What follows belongs to an exercise in optimizing a design on an open flow for small area and a short achievable clock period; a production flow would make more cautious choices.
Function was checked by simulation only, so behaviour that the tests miss may differ from the original.
Power is estimated from default activity; no workload was simulated.

Design fx_step_eval, start of the top module:
module fx_step_eval #(
    parameter LANES = 16
) (
    input  wire                 clk,
    input  wire [31*LANES-1:0]  ins,    
    input  wire [8*LANES-1:0]   opv,    
    input  wire [2*LANES-1:0]   pv,     
    output reg  [2*LANES-1:0]   res,
    output reg  [2*LANES-1:0]   rch,
    output reg  [LANES-1:0]     ill,
    output reg  [LANES-1:0]     stg,
    output reg  [7:0]           trg     
);
export LEC_CHECK = 0
export CAP_MARGIN = 20
export CORE_AREA = 5 5 375 85
export DIE_AREA = 0 0 380 90
export PLACE_DENSITY = 0.75
export SETUP_SLACK_MARGIN = 4.6
export SLEW_MARGIN = 20
export SYNTH_HIERARCHICAL = 1
create_clock -name core_clock -period 8.0 [get_ports {clk}]
standard.sh (not shown) runs the stock make flow with config.mk's settings and CLKGATE_MAP_FILE= SYNTH_SCRIPT=/design/flow/synth_recipe.tcl, a recipe that flattens the netlist after the stock synthesis.
==> flow/flow/run.sh <==
#!/bin/bash
# Standard synthesis, then every combinational cell set to its smallest size,
# then the standard layout with 1x buffers on the ports.
set -euo pipefail
RES=orfs/results/sky130hd/fx_step_eval/base
bash standard.sh synth > synth.log 2>&1
SYNTH_ODB=$RES/1_synth.odb openroad -no_init -exit flow/downsize.tcl > downsize.log 2>&1
bash standard.sh BUFFER_PORTS_ARGS="-buffer_cell sky130_fd_sc_hd__buf_1" finish > layout.log 2>&1
==> flow/flow/downsize.tcl <==
# Swap every combinational cell of the synthesized netlist for the smallest
# cell of its family (same function and pins, lowest drive strength), so that
# timing repair later upsizes only where the paths need it.
read_db $::env(SYNTH_ODB)
set db [ord::get_db]
set fam [dict create]
foreach lib [$db getLibs] {
  foreach m [$lib getMasters] {
    set n [$m getName]
    if {![regexp {^(sky130_fd_sc_hd__[a-z0-9]+)_([0-9]+)$} $n -> base drv]} continue
    if {[string match "*lpflow*" $n] || [string match "*probe*" $n]} continue
    set a [expr {[$m getWidth] * [$m getHeight]}]
    if {![dict exists $fam $base] || $a < [lindex [dict get $fam $base] 1]} {
      dict set fam $base [list $m $a]
    }
  }
}
set swapped 0
foreach inst [[[$db getChip] getBlock] getInsts] {
  set m [$inst getMaster]
  set n [$m getName]
  if {![regexp {^(sky130_fd_sc_hd__[a-z0-9]+)_([0-9]+)$} $n -> base drv]} continue
  if {[string match "*df*" $base] || [string match "*conb*" $base]} continue
  if {![dict exists $fam $base]} continue
  set nm [lindex [dict get $fam $base] 0]
  if {[$nm getName] ne $n} {
    $inst swapMaster $nm
    incr swapped
  }
}
puts "downsize: swapped $swapped cells"
write_db $::env(SYNTH_ODB)
The first run produced a clean layout.
Next try:
==> flow/run.sh (new file) <==
#!/bin/bash
# synth_recipe.tcl (not shown) runs the flow's synth.tcl, then flattens the netlist and writes it again
# the make line also repeats each setting of config.mk as NAME=value (left out here)
make -C /OpenROAD-flow-scripts/flow DESIGN_CONFIG=/design/flow/config.mk WORK_HOME=/design/flow/orfs CLKGATE_MAP_FILE= SYNTH_SCRIPT=/design/flow/synth_recipe.tcl finish
- CORE_AREA: 5 5 375 85 -> default
- CORE_MARGIN: default -> 2
- CORE_UTILIZATION: default -> 40
- DIE_AREA: 0 0 380 90 -> default
- PLACE_DENSITY: 0.75 -> default
- SETUP_SLACK_MARGIN: 4.6 -> default
removed: flow/flow/run.sh
removed: flow/flow/downsize.tcl
removed: flow/standard.sh
Effect: The changed run finished clean; clock power goes down by about 2%; routed wire length goes up by 24%; maximum frequency goes down by 20%; design area goes up by 29%; critical path depth goes up by 1; via count goes down by 4.1%; total power goes up by 16%; count of clock-buffer cells in the layout goes down by 1; flip-flop and latch count is unchanged.
Next try:
==> flow/flow/run.sh (new file) <==
#!/bin/bash
# Standard synthesis, then every combinational cell set to its smallest size,
# then the standard layout with 1x buffers on the ports.
set -euo pipefail
RES=orfs/results/sky130hd/fx_step_eval/base
bash standard.sh synth > synth.log 2>&1
SYNTH_ODB=$RES/1_synth.odb openroad -no_init -exit flow/downsize.tcl > downsize.log 2>&1
bash standard.sh BUFFER_PORTS_ARGS="-buffer_cell sky130_fd_sc_hd__buf_1" finish > layout.log 2>&1
==> flow/flow/downsize.tcl (new file) <==
# Swap every combinational cell of the synthesized netlist for the smallest
# cell of its family (same function and pins, lowest drive strength), so that
# timing repair later upsizes only where the paths need it.
read_db $::env(SYNTH_ODB)
set db [ord::get_db]
set fam [dict create]
foreach lib [$db getLibs] {
  foreach m [$lib getMasters] {
    set n [$m getName]
    if {![regexp {^(sky130_fd_sc_hd__[a-z0-9]+)_([0-9]+)$} $n -> base drv]} continue
    if {[string match "*lpflow*" $n] || [string match "*probe*" $n]} continue
    set a [expr {[$m getWidth] * [$m getHeight]}]
    if {![dict exists $fam $base] || $a < [lindex [dict get $fam $base] 1]} {
      dict set fam $base [list $m $a]
    }
  }
}
set swapped 0
foreach inst [[[$db getChip] getBlock] getInsts] {
  set m [$inst getMaster]
  set n [$m getName]
  if {![regexp {^(sky130_fd_sc_hd__[a-z0-9]+)_([0-9]+)$} $n -> base drv]} continue
  if {[string match "*df*" $base] || [string match "*conb*" $base]} continue
  if {![dict exists $fam $base]} continue
  set nm [lindex [dict get $fam $base] 0]
  if {[$nm getName] ne $n} {
    $inst swapMaster $nm
    incr swapped
  }
}
puts "downsize: swapped $swapped cells"
write_db $::env(SYNTH_ODB)
==> flow/standard.sh (new file) <==
#!/bin/bash
# synth_recipe.tcl (not shown) runs the flow's synth.tcl, then flattens the netlist and writes it again
# the make line also repeats each setting of config.mk as NAME=value (left out here)
make -C /OpenROAD-flow-scripts/flow DESIGN_CONFIG=/design/flow/config.mk WORK_HOME=/design/flow/orfs CLKGATE_MAP_FILE= SYNTH_SCRIPT=/design/flow/synth_recipe.tcl "${@:-finish}"
- CORE_AREA: default -> 5 5 265 265
- CORE_MARGIN: 2 -> default
- CORE_UTILIZATION: 40 -> default
- DIE_AREA: default -> 0 0 270 270
removed: flow/run.sh
The changed run completed with no timing, DRC or antenna violations; hold slack is worse by 0.33 ns; clock power hardly moves; die area grows by 34%; wire length shrinks by about 9%.


## the reference run
Another version of the RTL of fx_step_eval (not shown whole).
Size in the first run: ~760 I/O pins, ~17000 sq um of cells after synthesis.
export LEC_CHECK = 0
export CAP_MARGIN = 40
export CORE_AREA = 5 5 375 85
export DIE_AREA = 0 0 380 90
export PLACE_DENSITY = 0.75
export SETUP_SLACK_MARGIN = 4.8
export SLEW_MARGIN = 20
export SYNTH_HIERARCHICAL = 1
export TNS_END_PERCENT = 10
create_clock -name core_clock -period 8.0 [get_ports {clk}]
==> flow/flow/run.sh <==
#!/bin/bash
# Standard synthesis, then every combinational cell set to its smallest size,
# then the standard layout with 1x buffers on the ports.
set -euo pipefail
RES=orfs/results/sky130hd/fx_step_eval/base
bash standard.sh synth > synth.log 2>&1
SYNTH_ODB=$RES/1_synth.odb openroad -no_init -exit flow/downsize.tcl > downsize.log 2>&1
bash standard.sh BUFFER_PORTS_ARGS="-buffer_cell sky130_fd_sc_hd__buf_1" finish > layout.log 2>&1
==> flow/flow/downsize.tcl <==
# Swap every combinational cell of the synthesized netlist for the smallest
# cell of its family (same function and pins, lowest drive strength), so that
# timing repair later upsizes only where the paths need it.
read_db $::env(SYNTH_ODB)
set db [ord::get_db]
set fam [dict create]
foreach lib [$db getLibs] {
  foreach m [$lib getMasters] {
    set n [$m getName]
    if {![regexp {^(sky130_fd_sc_hd__[a-z0-9]+)_([0-9]+)$} $n -> base drv]} continue
    if {[string match "*lpflow*" $n] || [string match "*probe*" $n]} continue
    set a [expr {[$m getWidth] * [$m getHeight]}]
    if {![dict exists $fam $base] || $a < [lindex [dict get $fam $base] 1]} {
      dict set fam $base [list $m $a]
    }
  }
}
set swapped 0
foreach inst [[[$db getChip] getBlock] getInsts] {
  set m [$inst getMaster]
  set n [$m getName]
  if {![regexp {^(sky130_fd_sc_hd__[a-z0-9]+)_([0-9]+)$} $n -> base drv]} continue
  if {[string match "*df*" $base] || [string match "*conb*" $base]} continue
  if {![dict exists $fam $base]} continue
  set nm [lindex [dict get $fam $base] 0]
  if {[$nm getName] ne $n} {
    $inst swapMaster $nm
    incr swapped
  }
}
puts "downsize: swapped $swapped cells"
write_db $::env(SYNTH_ODB)
The reference run: all stages complete, timing, DRC and antenna checks passed
## Diff of input files: the trial run against the reference run
# the reference run
export LEC_CHECK = 0
export CAP_MARGIN = 40
export CORE_AREA = 5 5 375 85
export DIE_AREA = 0 0 380 90
export PLACE_DENSITY = 0.75
export SETUP_SLACK_MARGIN = 4.8
export SLEW_MARGIN = 20
export SYNTH_HIERARCHICAL = 1
export TNS_END_PERCENT = 10
create_clock -name core_clock -period 8.0 [get_ports {clk}]
# the trial run
export LEC_CHECK = 0
export CAP_MARGIN = 40
export CORE_AREA = 5 5 375 85
export DIE_AREA = 0 0 380 90
export PLACE_DENSITY = 0.75
export SLEW_MARGIN = 20
export SYNTH_HIERARCHICAL = 1
create_clock -name core_clock -period 8.0 [get_ports {clk}]
Results
Status: met1 global-route usage parity (the reference run, the trial run). ~same first-pass GRT wire length in the trial run and the reference run. The trial run: sequential share of layout area is 0.48 points higher than what the reference run reported. Compared the trial run vs the reference run, and utilization is down in the trial run. For the fraction of power consumed by combinational cells, the trial run came in 1.3 points lower than the reference run did. Routed wire length on met3: the trial run < the reference run. Sort the trial run and the reference run by cell count asc -> top: the trial run. A end point of the critical path of trg[7] is what the trial run shows, while trg[3] belongs to the reference run.


== old ==
fx_step_eval again, from the RTL that the note above started with.
Settings: LEC_CHECK=0, CAP_MARGIN=40, CORE_AREA=5 5 375 85, DIE_AREA=0 0 380 90, PLACE_DENSITY=0.75, SETUP_SLACK_MARGIN=4.6, SLEW_MARGIN=20, SYNTH_HIERARCHICAL=1; clock period 8.0 ns.
Scripts as last shown in full above: flow/flow/run.sh, flow/flow/downsize.tcl
Input changes introduced in new (baseline for comparison: old):
- putting TNS_END_PERCENT at 5 where nothing was set
- swapping 4.6 for 5.0 in SETUP_SLACK_MARGIN
Notes after the runs:
new ended with more fmax than old.
[compare] base=old new=new: part of the total power dissipated in the clock network has increased; buffer count excluding the clock tree in the final layout now larger; via count now sits higher.

==> port drivers added, routing unchanged <==
How much do the figures lean on ideal ports? The routed layouts below were timed once more, with nothing changed but the port constraints. Step 1, drivers: a clkbuf_16 drives clk and a buf_2 each remaining input, both assumed. Step 2 also shifts input and output timing later by t, the mid clock arrival at the registers, as if the neighbouring blocks saw the same clock. a / b / c = no drivers / after step 1 / after step 2; a / b = the first two.
run | t (ns) | slack for setup (ns) | worst data-port slew with drivers (ns)
the first run of note 1 | 0.440 | 4.371 / 4.380 / 3.941 | 0.08
the second run of note 1 | 0.460 | 3.473 / 3.496 / 3.036 | 0.15
the third run of note 1 | 0.435 | 3.726 / 3.753 / 3.318 | 0.12
the reference run | 0.428 | 4.767 / 4.787 / 4.359 | 0.08
the trial run | 0.428 | 4.400 / 4.426 / 3.998 | 0.08
old | 0.427 | 4.615 / 4.643 / 4.216 | 0.08
new | 0.432 | 4.880 / 4.904 / 4.471 | 0.09
After both steps every run listed still meets setup and hold. The setup slack of the second run of note 1, which loses most, moves by +0.023 ns with the drivers and by -0.437 ns with both steps.
